Source: an optimization exercise on an open RTL-to-GDS flow (aim: small area, a short achievable clock period and few clock cycles per item). Production flows keep margins and buffers that such runs may drop. The RTL was checked by simulation tests, not by an equivalence proof against the original design. Power and IR drop assume default switching activity.

Setup of rev 12:
==> module contone_block_dec, before the edit <==
module contone_block_dec (
    input  wire       clk,
    input  wire       rst,           
    input  wire       in_valid,      
    output reg        in_ready,
    input  wire [7:0] in_data,
    input  wire       n_valid,       
    output reg        n_ready,
    input  wire [7:0] n_data,
    input  wire       n_sol,         
    output reg        out_valid,     
    input  wire       out_ready,
    output reg  [7:0] out_data,
    output reg        out_last       
);
    reg  [23:0] bb;                  
    reg  [4:0]  bn;
    wire        in_fire = in_valid & in_ready;
    wire [1:0]  bm  = bn[4:3];
    wire [2:0]  pad = bn[2:0];
    reg  [21:0] bw;                      
    always @(*) begin
        case (bm)
            2'd0:    bw = {bb[6:0], 15'd0};
            2'd1:    bw = {bb[14:0], 7'd0};
            2'd2:    bw = bb[22:1];
            default: bw = {7'd0, bb[23:9]};
        endcase
    end
    wire [21:0] bws = bw >> pad;
    wire [14:0] win = bws[14:0];         
    wire [7:0]  hdr = (bm == 2'd3) ? bb[23:16] : (bm == 2'd2) ? bb[15:8] : bb[7:0];
    reg         active;              
    reg         kzero, kesc;         
    reg  [1:0]  sel_p;
    reg  [2:0]  sel_k;
    reg  [5:0]  cnt;                 
    reg  [1:0]  qa;                  
    reg         tv;
    reg  [7:0]  tz;
    reg  [1:0]  tp;
    reg         traw, tlast;
    reg         nv;
    reg  [7:0]  nr;
    reg         nsol;
    reg  [7:0]  nwp;                 
    reg         sv;                  
    reg  [7:0]  sd;
    reg         sl;
    wire        fire = tv & nv & ~sv;
    wire        tadv = ~tv | fire;
    wire        n_fire = n_valid & n_ready;
    wire        ones8 = &win[14:7];
    reg  [7:0]  oh;                  
    reg  [2:0]  q;
    integer     qi;
    always @(*) begin
        oh = 8'd0;
        q  = 3'd0;
        for (qi = 7; qi >= 0; qi = qi - 1)
            if (!win[14-qi]) begin
                oh = 8'd1 << qi;
                q  = qi[2:0];
            end
    end
    reg  [6:0]  tail;                
    integer     ti;
    always @(*) begin
        tail = 7'd0;
        for (ti = 0; ti < 8; ti = ti + 1)
            if (oh[ti]) tail = tail | ((win << (ti + 1)) >> 8);
    end
    wire [11:0] zq     = {qa, q, tail} >> (3'd7 - sel_k);
    wire [5:0]  lim    = {1'b0, bn} - 6'd1 - {3'd0, sel_k};      
    reg  [7:0]  fq;                      
    integer     fi;
    always @(*)
        for (fi = 0; fi < 8; fi = fi + 1)
            fq[fi] = !lim[5] && (lim[4:0] >= fi);
    wire        fits   = |(oh & fq);
    wire        bn8    = (bn >= 5'd8);
    reg         emit, take_hdr, chunk;
    reg  [7:0]  z;
    reg         raw;
    reg  [4:0]  bna;                 
    always @(*) begin
        emit = 1'b0; take_hdr = 1'b0; chunk = 1'b0;
        z = zq[7:0]; raw = 1'b0; bna = bn;
        if (!active) begin
            if (bn8) begin
                take_hdr = 1'b1;
                bna = {bm - 2'd1, 3'd0};
            end
        end else if (kzero) begin
            z    = 8'd0;
            emit = tadv;
        end else if (kesc || qa == 2'd3) begin
            z   = win[14:7];
            raw = kesc;
            if (bn8 && tadv) begin
                emit = 1'b1;
                bna  = bn - 5'd8;
            end
        end else if (ones8) begin
            chunk = 1'b1;
            bna   = bn - 5'd8;
        end else if (fits && tadv) begin
            emit = 1'b1;
            bna  = lim[4:0] - {2'd0, q};
        end
    end
    wire [4:0]  bn_n = in_fire ? bna + 5'd8 : bna;
    wire [7:0]  w  = out_data;
    wire [7:0]  nn = nr;
    wire [7:0]  nw = nwp;
    wire        a   = w < nn;            
    wire        wlt = w < nw;            
    wire        wgt = w > nw;            
    wire        d   = nw >= nn;
    wire        f   = nw <= nn;
    wire        case1 = !wgt & d;        
    wire        case2 = !wlt & f & !case1;  
    wire        pz  = !traw & !nsol;
    wire        p0  = pz & (tp == 2'd0);
    wire        p1  = pz & (tp == 2'd1);
    wire        p2  = pz & (tp == 2'd2);
    wire        p3  = pz & (tp == 2'd3);
    wire        p3e = p3 & !case1 & !case2;
    wire        useW = p0 | p2 | (p3 & (!(case1 | case2) | (case1 & a) | (case2 & !a)));
    wire        useN = (!traw & nsol) | p1 | p2 | (p3 & (!(case1 | case2) | (case1 & !a) | (case2 & a)));
    wire [7:0]  e   = tz[0] ? ~{1'b0, tz[7:1]} : {1'b0, tz[7:1]};
    wire [8:0]  ev  = traw ? {1'b0, tz} : p2 ? {e, 1'b0} : {e[7], e};
    wire [8:0]  opw = useW ? {1'b0, w} : 9'd0;
    wire [8:0]  opn = useN ? {1'b0, nn} : 9'd0;
    wire [8:0]  opm = p3e ? {1'b1, ~nw} : 9'd0;
    wire [8:0]  sum = opw + opn + opm + ev + {8'd0, p3e};
    wire [7:0]  cur = p2 ? sum[8:1] : sum[7:0];
    wire        tv_n = emit | (tv & ~fire);
    wire        nv_n = n_fire | (nv & ~fire);
    reg         sv_n;
    always @(*) begin
        sv_n = sv;
        if (sv) begin
            if (!out_valid || out_ready) sv_n = 1'b0;
        end else if (fire && out_valid && !out_ready)
            sv_n = 1'b1;
    end
    always @(posedge clk) begin
        if (in_fire)
            bb <= {bb[15:0], in_data};
        if (take_hdr) begin
            kzero <= hdr[6] & ~hdr[7];
            kesc  <= hdr[7];
            sel_p <= hdr[5:4];
            sel_k <= hdr[2:0];
        end
        if (take_hdr || emit)
            qa <= 2'd0;
        else if (chunk)
            qa <= qa + 2'd1;
        if (take_hdr)
            cnt <= 6'd0;
        else if (emit)
            cnt <= cnt + 6'd1;
        if (emit) begin
            tz    <= z;
            tp    <= sel_p;
            traw  <= raw;
            tlast <= (cnt == 6'd63);
        end
        if (n_fire) begin
            nr   <= n_data;
            nsol <= n_sol;
        end
        if (fire)
            nwp <= nr;
        if (sv) begin
            if (!out_valid || out_ready) begin
                out_data <= sd;
                out_last <= sl;
            end
        end else if (fire) begin
            if (!out_valid || out_ready) begin
                out_data <= cur;
                out_last <= tlast;
            end else begin
                sd <= cur;
                sl <= tlast;
            end
        end
        if (rst) begin
            bn        <= 5'd0;
            in_ready  <= 1'b1;
            active    <= 1'b0;
            tv        <= 1'b0;
            nv        <= 1'b0;
            n_ready   <= 1'b1;
            sv        <= 1'b0;
            out_valid <= 1'b0;
        end else begin
            bn       <= bn_n;
            in_ready <= (bn_n <= 5'd16);
            if (take_hdr)
                active <= 1'b1;
            else if (emit && cnt == 6'd63)
                active <= 1'b0;
            tv      <= tv_n;
            nv      <= nv_n;
            n_ready <= ~nv_n | (tv_n & ~sv_n);
            sv      <= sv_n;
            if (sv || fire)
                out_valid <= 1'b1;
            else if (out_ready)
                out_valid <= 1'b0;
        end
    end
endmodule
==> flow/config.mk <==
export PLATFORM = sky130hd
export DESIGN_NAME = contone_block_dec
export DESIGN_NICKNAME = contone_block_dec
export VERILOG_FILES = /design/flow/design.v
export SDC_FILE = /design/flow/constraint.sdc
export NUM_CORES = 4
export LEC_CHECK = 0
export CAP_MARGIN = 20
export CORE_MARGIN = 2
export CORE_UTILIZATION = 40
export SLEW_MARGIN = 20
==> flow/constraint.sdc <==
create_clock -name core_clock -period 12.0 [get_ports {clk}]
set_input_delay 2.4000 -clock core_clock [delete_from_list [all_inputs] [get_ports {clk}]]
set_output_delay 2.4000 -clock core_clock [all_outputs]
set_load 0.01 [all_outputs]
standard.sh (not shown) runs the stock make flow with config.mk's settings and CLKGATE_MAP_FILE= SYNTH_SCRIPT=/design/flow/synth_recipe.tcl, a recipe that flattens the netlist after the stock synthesis.
==> flow/flow/run.sh <==
#!/bin/bash
# Standard layout with two changes after the standard synthesis: the
# slow delay buffers are not used for repair and port buffers, and every
# port gets a plain buffer.
set -euo pipefail
bash standard.sh synth > synth.log 2>&1
export DONT_USE_CELLS="sky130_fd_sc_hd__clkdlybuf4s15_1 sky130_fd_sc_hd__clkdlybuf4s15_2 sky130_fd_sc_hd__clkdlybuf4s18_1 sky130_fd_sc_hd__clkdlybuf4s18_2 sky130_fd_sc_hd__clkdlybuf4s25_1 sky130_fd_sc_hd__clkdlybuf4s25_2 sky130_fd_sc_hd__clkdlybuf4s50_1 sky130_fd_sc_hd__clkdlybuf4s50_2"
export BUFFER_PORTS_ARGS="-buffer_cell sky130_fd_sc_hd__buf_4"
bash standard.sh > layout.log 2>&1
Testbench counts of rev 12, summed over its fixed seeds: cycles 169,781, blocks 2,560.
### rev 12 -> rev 13
--- a/flow/design.v
+++ b/flow/design.v
@@ -3,11 +3,11 @@
     input  wire       rst,           
     input  wire       in_valid,      
     output reg        in_ready,
     input  wire [7:0] in_data,
     input  wire       n_valid,       
-    output reg        n_ready,
+    output wire       n_ready,
     input  wire [7:0] n_data,
     input  wire       n_sol,         
     output reg        out_valid,     
     input  wire       out_ready,
     output reg  [7:0] out_data,
@@ -42,14 +42,12 @@
     reg         traw, tlast;
     reg         nv;
     reg  [7:0]  nr;
     reg         nsol;
     reg  [7:0]  nwp;                 
-    reg         sv;                  
-    reg  [7:0]  sd;
-    reg         sl;
-    wire        fire = tv & nv & ~sv;
+    wire        fire = tv & nv & (~out_valid | out_ready);
+    assign      n_ready = ~nv | fire;
     wire        tadv = ~tv | fire;
     wire        n_fire = n_valid & n_ready;
     wire        ones8 = &win[14:7];
     reg  [7:0]  oh;                  
     reg  [2:0]  q;
@@ -135,18 +133,10 @@
     wire [8:0]  opm = p3e ? {1'b1, ~nw} : 9'd0;
     wire [8:0]  sum = opw + opn + opm + ev + {8'd0, p3e};
     wire [7:0]  cur = p2 ? sum[8:1] : sum[7:0];
     wire        tv_n = emit | (tv & ~fire);
     wire        nv_n = n_fire | (nv & ~fire);
-    reg         sv_n;
-    always @(*) begin
-        sv_n = sv;
-        if (sv) begin
-            if (!out_valid || out_ready) sv_n = 1'b0;
-        end else if (fire && out_valid && !out_ready)
-            sv_n = 1'b1;
-    end
     always @(posedge clk) begin
         if (in_fire)
             bb <= {bb[15:0], in_data};
         if (take_hdr) begin
             kzero <= hdr[6] & ~hdr[7];
@@ -172,45 +162,31 @@
             nr   <= n_data;
             nsol <= n_sol;
         end
         if (fire)
             nwp <= nr;
-        if (sv) begin
-            if (!out_valid || out_ready) begin
-                out_data <= sd;
-                out_last <= sl;
-            end
-        end else if (fire) begin
-            if (!out_valid || out_ready) begin
-                out_data <= cur;
-                out_last <= tlast;
-            end else begin
-                sd <= cur;
-                sl <= tlast;
-            end
+        if (fire) begin
+            out_data <= cur;
+            out_last <= tlast;
         end
         if (rst) begin
             bn        <= 5'd0;
             in_ready  <= 1'b1;
             active    <= 1'b0;
             tv        <= 1'b0;
             nv        <= 1'b0;
-            n_ready   <= 1'b1;
-            sv        <= 1'b0;
             out_valid <= 1'b0;
         end else begin
             bn       <= bn_n;
             in_ready <= (bn_n <= 5'd16);
             if (take_hdr)
                 active <= 1'b1;
             else if (emit && cnt == 6'd63)
                 active <= 1'b0;
             tv      <= tv_n;
             nv      <= nv_n;
-            n_ready <= ~nv_n | (tv_n & ~sv_n);
-            sv      <= sv_n;
-            if (sv || fire)
+            if (fire)
                 out_valid <= 1'b1;
             else if (out_ready)
                 out_valid <= 1'b0;
         end
     end
==> comparison <==
Between rev 12 and rev 13, the count of clock-buffer cells in the layout is lower for rev 13.
A cell with the biggest individual delay on the critical path of sky130_fd_sc_hd__a21boi_0 is what rev 12 shows, while sky130_fd_sc_hd__nor4_4 belongs to rev 13.
Rev 13 against rev 12; maximum frequency is up by a few percent.
For the number of search-and-repair iterations in the first detailed-routing pass, rev 13 came in 1 higher than rev 12 did.
Post-route cell area on rev 13 is ahead of rev 12.
Between rev 12 and rev 13, mux cell area share after synthesis increased.
Going from rev 12 to rev 13, the cell count after synthesis was found to have gone down by about 3.6%.
NOTE routed wire length rev 12->rev 13 decreased by a few percent
Rev 12 ended up with out_data[7] as its last element of the critical path; rev 13 ended up with in_ready.
Between rev 12 and rev 13, the flow reports number of global-route vias before repair decreasing by a few percent.
On power density over the cells: between rev 12 and rev 13, it ends up higher for rev 12.
The cell area reported after detailed placement of rev 13 is lower than that of rev 12.
Hold slack: rev 13 vs rev 12 down 0.0044 ns
Filler cell count in the final layout was lower in the run labelled rev 13.
Rev 13 vs. rev 12: clock power decreased about 6%, area growth from synthesis to layout essentially unchanged.
Testbench counts of rev 13, summed over its fixed seeds: cycles 169,781, blocks 2,560.

## what the ideal ports hide
Ports are ideal in the flow. The routed layouts listed here were re-timed in OpenROAD. Step 1 (the two cells are an assumption about what drives the block):
set clk [get_ports {clk}]
set_driving_cell -lib_cell sky130_fd_sc_hd__clkbuf_16 $clk
set_driving_cell -lib_cell sky130_fd_sc_hd__buf_2 [delete_from_list [all_inputs] $clk]
Step 2 moves the port delays by t, midway between the first and last clock arrival at a register: inputs arrive t later, outputs are due t later. That takes back most of the time a late clock gives input paths. a / b / c = ideal ports / drivers / drivers and shift; a / b = the first two.
run | t (ns) | setup WS [ns] | hold WS [ns] | latest minus earliest clock arrival (ns) | pins driven straight from the clock port
rev 12 | 0.402 | 5.938 / 5.938 / 5.938 | 0.426 / 0.426 / 0.426 | 0.017 / 0.017 | 1
rev 13 | 0.396 | 6.102 / 6.102 / 6.102 | 0.422 / 0.422 / 0.422 | 0.012 / 0.012 | 1
After both steps every run listed still meets setup and hold.
